This design comes from an exercise in tuning for small area, a short achievable clock period and few clock cycles on the open sky130 flow, not from production work. The RTL was checked by simulation tests, not by an equivalence proof against the original design.

<file path="run.sh">
#!/bin/bash
# synth_recipe.tcl (not shown) runs the flow's synth.tcl, then flattens the netlist and writes it again
# the make line also repeats each setting of config.mk as NAME=value (left out here)
make -C /OpenROAD-flow-scripts/flow DESIGN_CONFIG=/design/flow/config.mk WORK_HOME=/design/flow/orfs CLKGATE_MAP_FILE= SYNTH_SCRIPT=/design/flow/synth_recipe.tcl finish
</file>
<file path="config.mk">
export PLATFORM = sky130hd
export DESIGN_NAME = edge_place
export DESIGN_NICKNAME = edge_place
export VERILOG_FILES = /design/flow/design.v
export SDC_FILE = /design/flow/constraint.sdc
export NUM_CORES = 4
export LEC_CHECK = 0
export CAP_MARGIN = 20
export CORE_MARGIN = 2
export CORE_UTILIZATION = 40
export PLACE_DENSITY = 0.6
export SLEW_MARGIN = 20
</file>
<file path="constraint.sdc">
create_clock -name core_clock -period 14.0 [get_ports {clk}]
set_input_delay 2.8000 -clock core_clock [delete_from_list [all_inputs] [get_ports {clk}]]
set_output_delay 2.8000 -clock core_clock [all_outputs]
set_load 0.01 [all_outputs]
</file>
<file path="design.v">
module edge_place (
    input  wire         clk,
    input  wire         rst,
    input  wire         cfg_we,
    input  wire [3:0]   cfg_addr,
    input  wire [63:0]  cfg_data,
    input  wire         vec_valid,
    output wire         vec_ready,
    input  wire         vec_first,
    input  wire [31:0]  vec_launch,
    input  wire [41:0]  vec_period,
    input  wire [263:0] vec_offset,
    input  wire [23:0]  vec_nano,
    output reg          ev_valid,
    input  wire         ev_ready,
    output reg  [3:0]   ev_code,
    output reg  [2:0]   ev_slot,
    output reg  [51:0]  ev_nominal,
    output reg  [41:0]  ev_tick_a,
    output reg  [9:0]   ev_tap_a,
    output reg  [41:0]  ev_tick_b,
    output reg  [9:0]   ev_tap_b
);
    reg [12:0]  deskew [0:3];    
    reg [127:0] fdlin  [0:3];    
    integer i;
    always @(posedge clk) begin
        if (rst) begin
            for (i = 0; i < 4; i = i + 1) begin
                deskew[i] <= 13'd0;
                fdlin[i]  <= 128'd0;
            end
        end else if (cfg_we) begin
            if (cfg_addr == 4'd8) begin
                deskew[0] <= cfg_data[12:0];
                deskew[1] <= cfg_data[28:16];
                deskew[2] <= cfg_data[44:32];
                deskew[3] <= cfg_data[60:48];
            end else if (cfg_addr < 4'd8) begin
                if (cfg_addr[0])
                    fdlin[cfg_addr[2:1]][127:64] <= cfg_data;
                else
                    fdlin[cfg_addr[2:1]][63:0]   <= cfg_data;
            end
        end
    end
    wire advance = !ev_valid || ev_ready;
    reg [263:0] vr_off;
    reg [23:0]  vr_nano;
    reg [5:0]   vr_rem;      
    reg         sk_v;        
    reg [51:0]  sk_nom;
    reg [3:0]   sk_code;
    reg [2:0]   sk_slot;
    reg [51:0]  c_cur;       
    reg [41:0]  p_last;      
    reg         s1_v;
    reg [51:0]  s1_nom;
    reg [3:0]   s1_code;
    reg [2:0]   s1_slot;
    wire rem_le1 = (vr_rem & (vr_rem - 6'd1)) == 6'd0;
    assign vec_ready = rem_le1 && !sk_v;
    wire accept = vec_valid && vec_ready;
    reg [5:0] nano_ev;
    integer s;
    always @(*) begin
        for (s = 0; s < 6; s = s + 1)
            nano_ev[s] = (vec_nano[4*s +: 4] != 4'd0) && (vec_nano[4*s+3 -: 2] != 2'b11);
    end
    wire [5:0] pick = vr_rem & ~(vr_rem - 6'd1);        
    reg [43:0] pick_e;
    reg [3:0]  pick_code;
    reg [2:0]  pick_slot;
    always @(*) begin
        pick_e    = 44'd0;
        pick_code = 4'd0;
        pick_slot = 3'd0;
        for (s = 0; s < 6; s = s + 1) begin
            pick_e    = pick_e    | ({44{pick[s]}} & vr_off[44*s +: 44]);
            pick_code = pick_code | ({4{pick[s]}}  & vr_nano[4*s +: 4]);
            pick_slot = pick_slot | ({3{pick[s]}}  & s[2:0]);
        end
    end
    wire [51:0] pick_nom = c_cur + {8'd0, pick_e};
    wire [51:0] cn     = c_cur + {10'd0, p_last};
    wire [51:0] cn_up  = {cn[51:10] + 42'd1, 10'd0};
    wire        cn_z   = (cn[9:0] == 10'd0);
    wire        p_eq   = (vec_period == p_last);
    wire [51:0] c_alt  = vec_first ? {10'd0, vec_launch, 10'd0} : cn_up;
    wire [51:0] c_new  = ((p_eq || cn_z) && !vec_first) ? cn : c_alt;
    always @(posedge clk) begin
        if (rst) begin
            vr_rem <= 6'd0;
            sk_v   <= 1'b0;
            s1_v   <= 1'b0;
        end else begin
            if (advance) begin
                if (sk_v) begin
                    s1_v    <= 1'b1;
                    s1_nom  <= sk_nom;
                    s1_code <= sk_code;
                    s1_slot <= sk_slot;
                    sk_v    <= 1'b0;
                end else begin
                    s1_v    <= |vr_rem;
                    s1_nom  <= pick_nom;
                    s1_code <= pick_code;
                    s1_slot <= pick_slot;
                    vr_rem  <= vr_rem & ~pick;
                end
            end else if (vec_ready && vr_rem != 6'd0) begin
                sk_v    <= 1'b1;
                sk_nom  <= pick_nom;
                sk_code <= pick_code;
                sk_slot <= pick_slot;
            end
            if (vec_ready)
                vr_rem <= vec_valid ? nano_ev : 6'd0;
        end
        if (vec_ready) begin
            vr_off  <= vec_offset;
            vr_nano <= vec_nano;
        end
        if (accept) begin
            c_cur  <= c_new;
            p_last <= vec_period;
        end
    end
    wire        s1_drv = (s1_code <= 4'd3);
    wire [51:0] nom    = s1_nom;
    wire [12:0] dsk_a  = s1_drv ? deskew[0] : deskew[2];
    wire [12:0] dsk_b  = s1_drv ? deskew[1] : deskew[3];
    wire [10:0] lo_a   = {1'b0, nom[9:0]} + {1'b0, dsk_a[9:0]};
    wire [10:0] lo_b   = {1'b0, nom[9:0]} + {1'b0, dsk_b[9:0]};
    wire [127:0] pts_a = s1_drv ? fdlin[0] : fdlin[2];
    wire [127:0] pts_b = s1_drv ? fdlin[1] : fdlin[3];
    wire [7:0] lk_a, lk_b;
    wire [8:0] d_a, d_b;
    edge_pts u_pts_a (.k(lo_a[9:6]), .points(pts_a), .lk(lk_a), .d(d_a));
    edge_pts u_pts_b (.k(lo_b[9:6]), .points(pts_b), .lk(lk_b), .d(d_b));
    reg        s2_v;
    reg [3:0]  s2_code;
    reg [2:0]  s2_slot;
    reg [51:0] s2_nom;
    reg [9:0]  s2_f_a, s2_f_b;
    reg [3:0]  s2_hi_a, s2_hi_b;    
    reg [7:0]  s2_lk_a, s2_lk_b;
    reg [8:0]  s2_d_a, s2_d_b;
    always @(posedge clk) begin
        if (rst)
            s2_v <= 1'b0;
        else if (advance)
            s2_v <= s1_v;
        if (advance) begin
            s2_code <= s1_code;
            s2_slot <= s1_slot;
            s2_nom  <= nom;
            s2_f_a  <= lo_a[9:0];
            s2_f_b  <= lo_b[9:0];
            s2_hi_a <= {1'b0, dsk_a[12:10]} + {3'd0, lo_a[10]};
            s2_hi_b <= {1'b0, dsk_b[12:10]} + {3'd0, lo_b[10]};
            s2_lk_a <= lk_a;
            s2_lk_b <= lk_b;
            s2_d_a  <= d_a;
            s2_d_b  <= d_b;
        end
    end
    wire [9:0] tap_a, tap_b;
    wire [1:0] cy_a, cy_b;       
    wire [3:0] tl_a, tl_b;
    edge_tap u_tap_a (.f(s2_f_a), .lk(s2_lk_a), .d(s2_d_a), .hi(s2_hi_a),
                      .nlo(s2_nom[13:10]), .tap(tap_a), .tl(tl_a), .cy(cy_a));
    edge_tap u_tap_b (.f(s2_f_b), .lk(s2_lk_b), .d(s2_d_b), .hi(s2_hi_b),
                      .nlo(s2_nom[13:10]), .tap(tap_b), .tl(tl_b), .cy(cy_b));
    wire [37:0] up   = s2_nom[51:14];
    wire [37:0] up_p = up + 38'd1;
    wire [37:0] up_m = up - 38'd1;
    wire [37:0] th_a = cy_a[1] ? up_m : (cy_a[0] ? up_p : up);
    wire [37:0] th_b = cy_b[1] ? up_m : (cy_b[0] ? up_p : up);
    always @(posedge clk) begin
        if (rst)
            ev_valid <= 1'b0;
        else if (advance)
            ev_valid <= s2_v;
        if (advance) begin
            ev_code    <= s2_code;
            ev_slot    <= s2_slot;
            ev_nominal <= s2_nom;
            ev_tick_a  <= {th_a, tl_a};
            ev_tap_a   <= tap_a;
            ev_tick_b  <= {th_b, tl_b};
            ev_tap_b   <= tap_b;
        end
    end
endmodule
module edge_pts (
    input  wire [3:0]   k,
    input  wire [127:0] points,
    output wire [7:0]   lk,
    output wire [8:0]   d
);
    wire [2:0] ke = k[3:1] + {2'd0, k[0]};    
    wire [2:0] ko = k[3:1];
    wire [7:0] pe = points[{ke, 1'b0}*8 +: 8];
    wire [7:0] po = points[{ko, 1'b1}*8 +: 8];
    wire [7:0] lk1 = k[0] ? pe : po;
    assign lk = k[0] ? po : pe;
    assign d  = {lk1[7], lk1} - {lk[7], lk};
endmodule
module edge_tap (
    input  wire [9:0] f,
    input  wire [7:0] lk,
    input  wire [8:0] d,
    input  wire [3:0] hi,        
    input  wire [3:0] nlo,       
    output wire [9:0] tap,
    output wire [3:0] tl,
    output wire [1:0] cy
);
    wire signed [7:0]  slk = lk;
    wire signed [8:0]  sd  = d;
    wire signed [15:0] num = (slk * 16'sd64) + (sd * $signed({1'b0, f[5:0]})) + 16'sd32;
    wire signed [9:0]  c   = num >>> 6;
    wire signed [11:0] tp  = $signed({2'b00, f}) + c;
    assign tap = tp[9:0];
    wire neg = tp[11];
    wire ovf = !tp[11] && tp[10];
    wire [5:0] t = {2'b00, nlo} + {2'b00, hi} - {5'd0, neg} + {5'd0, ovf};
    assign tl = t[3:0];
    assign cy = t[5:4];
endmodule
</file>
==> impl_metrics.py <==
metrics = {
    "setup_path": {
        "cp_top_family": "compound AO/OA/AOI/OAI gates",
        "critical-path-max-stage-delay_ns": 0.57,
        "reg2reg_to": "ev_tick_b[35]",
        "path_buf_inv": 3,
        "slowest_stage": "o41ai_1",
        "crit-reg2reg-launch": "s2_f_b[3]",
        "timing.critical_path.to": "ev_tick_b[35]",
        "rr_worst_depth": 33,
        "crit_cells": 33,
        "path_max_fanout": 43,
        "crit_top_cell": "a21oi_1",
        "critPathArrivalTime_ns": 9.59,
        "cp.required_ns": 14.53,
        "end_kind": "register",
        "startpoint": "s2_f_b[3]",
        "setup.worst_path.start_class": "register",
        "reg2reg_setup_slack_ns": 4.94,
        "criticalPathCategory": "reg2reg",
    },
    "placed_design": {
        "portBuffers": 600,
        "dp_hpwl_um": 147600,
        "gp_congestion": 0.9053,
    },
    "timing": {
        "slew_headroom": 0.2490,
        "layout_min_cycle_time_ns": 9.057,
        "fmax_ghz": 0.1104,
        "slew_viol_final": 0,
        "hold_viol": 0,
        "period_share": 0.6469,
        "setup_viol": 0,
        "max_slew.worst_pin.slew_ns": 1.127,
        "rsz0062_at_grt": "false",
        "fin_skew_ns": 0.04469,
        "hold_slack_ns": 0.3957,
        "finalSetupTns_ns": 0,
    },
    "logic_synthesis": {
        "ys_types": 91,
        "yosys-top-cells-count": "1296 x edfxtp_1, 510 x nand2_1, 403 x nor2_1, 306 x inv_1, 233 x ha_1",
        "synthesis.instances": 5236,
        "synth-seq-area-share": 0.5918,
        "synth_warnings": 2,
        "syn_avg_cell_area_um2": 12.96,
        "synth_nets": 6011,
        "yosys.area.top_type_share": 0.5735,
        "synth_enable_flop_cells": 1296,
        "synth_top_area_cell": "edfxtp_1",
        "synthArstFlopShare": 0,
        "syn_area_mm2": 0.06786,
        "synthFlopType": "edfxtp_1",
        "synth_most_common_cell": "edfxtp_1",
        "synth-seq-cells": 1358,
        "yosys-top-cells-area": "edfxtp_1 57%, mux4_2 4.8%, ha_1 4.3%",
    },
    "clock_network": {
        "post-cts-setup-buffer-count": 0,
        "clk_latency_ns": 0.82,
        "cts_buffers": 149,
        "clkSlewWorstSetupHoldPaths_ns": 0.06,
        "ctsHtreeMaxLevel": 4,
        "cts_tree": "yes",
        "root_buffer": "clkbuf_16",
        "cts.path.max_buffers": 3,
        "cts.sinks": 1358,
        "cts_resized": 0,
        "cts_hold_buf": 0,
    },
    "global_routing": {
        "grt_pass1_vias": 44960,
        "track_usage": 0.2329,
        "grt_overflow": 0,
        "grt_pass1_wl_um": 297200,
        "antenna_found_initial": 13,
        "grt_max_degree": 156,
    },
    "floorplanning": {
        "core_mm2": 0.1689,
        "start_util": 0.4018,
        "die_w_um": 415.9,
        "die_h_um": 415.9,
        "rows": 151,
        "ios": 601,
        "fp.dieArea_mm2": 0.1730,
    },
    "routing": {
        "vias": 44360,
        "post-route-drc-count": 0,
        "dr.pass1.iters": 6,
        "viasPerCell": 5.440,
        "postRouteAntennaNets": 0,
        "wl_per_cell_um": 24.86,
        "wirelength_um": 202700,
        "drt_iter0_markers": 3154,
    },
    "finish": {
        "fin_nets": 6583,
        "layout-drive-gt1-share": 0.1045,
        "areaGrowthSynthToFinish_pct": 19.54,
    },
    "run_status": {
        "status": "finished clean",
    },
    "hold_path": {
        "holdPathStages": 0,
        "min_path_type": "reg2reg",
    },
    "job": {
        "max-cap-violations": 0,
    },
}
-- how the worst min path moves through the flow --
stage	startpoint	end	slack, ns
CTS	s1_nom[16]	s2_nom[16]	0.39
detailed placement	s1_nom[42]	s2_nom[42]	0.40
global route	s1_nom[16]	s2_nom[16]	0.40
floorplan	s2_code[0]	ev_code[0]	0.40
global placement	s1_nom[46]	s2_nom[46]	0.40
finish	s1_nom[16]	s2_nom[16]	0.40
-- placed cells by master (no fill, tap or decap), types with 22 or more instances in the layout --
| cell type | Yosys | final |
|---|---|---|
| inv_1 | 306 | 304 |
| nor2_1 | 403 | 398 |
| xor2_1 | 146 | 144 |
| o21bai_1 | 30 | 29 |
| clkbuf_1 | 197 | 40 |
| nor4_1 | 37 | 37 |
| a221oi_1 | 51 | 51 |
| mux4_2 | 144 | 144 |
| clkdlybuf4s50_1 | 0 | 598 |
| a211oi_1 | 22 | 22 |
| clkinv_2 | 0 | 27 |
| nor3_1 | 79 | 78 |
| ha_1 | 233 | 231 |
| clkbuf_16 | 0 | 150 |
| buf_4 | 2 | 64 |
| a21o_1 | 64 | 63 |
| mux2_2 | 117 | 117 |
| and3_1 | 93 | 93 |
| a22oi_1 | 50 | 50 |
| nand2_1 | 510 | 510 |
| nand4_1 | 42 | 42 |
| nor2b_1 | 26 | 23 |
| xnor2_1 | 174 | 162 |
| and2_1 | 149 | 149 |
| mux2i_1 | 73 | 73 |
| a21oi_1 | 230 | 230 |
| edfxtp_1 | 1296 | 1296 |
| fa_1 | 106 | 106 |
| dfxtp_1 | 62 | 59 |
| o21a_1 | 22 | 22 |
| nand3_1 | 86 | 86 |
| o21ai_0 | 186 | 186 |
-- cell families (layout without fill, tap and decap cells) --
kind of cell	Yosys count	in the layout	share of synthesized area
xor gates and xnor gates	320	320	0.04130
and+or+nand+nor	1552	1552	0.1091
DFF	1358	1358	0.5918
adders and majority gates	340	340	0.07438
muxes	334	334	0.07797
AOI/OAI and AO/OA	781	781	0.07322
other	0	5	0
buffers and inverters	551	1246	0.03225
-- layer usage --
layer	global-route usage	part of all wire	vias to the layer above
met5	0	0.00013	-
met4	0.1148	0.051	4
met3	0.03628	0.051	317
met2	0.4094	0.51	1386
met1	0.2774	0.38	22230
li1	-	-	20420
-- through the flow --
stage                     instance area (um2)  cells  worst slack, ns  utilization
final                                   81120   8154            4.943       0.4803
after global routing                    81120   8153            4.324       0.4802
after CTS                               81080   8149            5.038       0.4801
after detailed placement                76340   7875            5.053       0.4520
after global placement                  76340   7875            5.123       0.4520
after floorplan                         67870   5236            2.850            -
-- cell type report --
type	instances	area, um2
Timing Repair Buffer	666	6507
Inverter	306	1159
Multi-Input combinational cell	3327	25750
Clock inverter	76	732.0
Tap cell	2218	2775
Fill cell	14870	87790
Sequential cell	1358	40160
Clock buffer	198	4014
Antenna cell	5	12.51
-- flip-flops by register name (all words and copies together) (netlist names), 6 cells and up --
register    count
ev_nominal     52
s1_nom         52
s2_nom         52
ev_tap_b       10
p_last         42
vr_rem          6
s2_f_a         10
s2_lk_a         8
c_cur          52
deskew         52
s2_d_a          9
s2_d_b          9
sk_nom         52
vr_nano        24
ev_tap_a       10
vr_off        264
s2_lk_b         8
ev_tick_a      42
fdlin         512
s2_f_b         10
ev_tick_b      42
Testbench counts, summed over its fixed seeds: cycles 14,526.

port drivers added, routing unchanged:
How much do the figures lean on ideal ports? The routed layout below was timed once more, with nothing changed but the port constraints. Step 1 (the two cells are an assumption about what drives the block):
set clk [get_ports {clk}]
set_driving_cell -lib_cell sky130_fd_sc_hd__clkbuf_16 $clk
set_driving_cell -lib_cell sky130_fd_sc_hd__buf_2 [delete_from_list [all_inputs] $clk]
Step 2 times the ports against the registers' clock, not the clock port: input delays grow and output delays shrink by t, the midpoint of the rising clock arrivals with the driver on. Three values: ideal ports, drivers, drivers and shift; two values: the first two.
t, ns: 0.883
setup slack, ns: 4.943 / 4.943 / 4.943
clock arrival spread, ns: 0.048 / 0.048
worst register clock-pin slew, ns: 0.07 / 0.07
After both steps this run still meets setup and hold. The setup slack of this run moves by 0.000 ns with the drivers and by 0.000 ns with both steps.
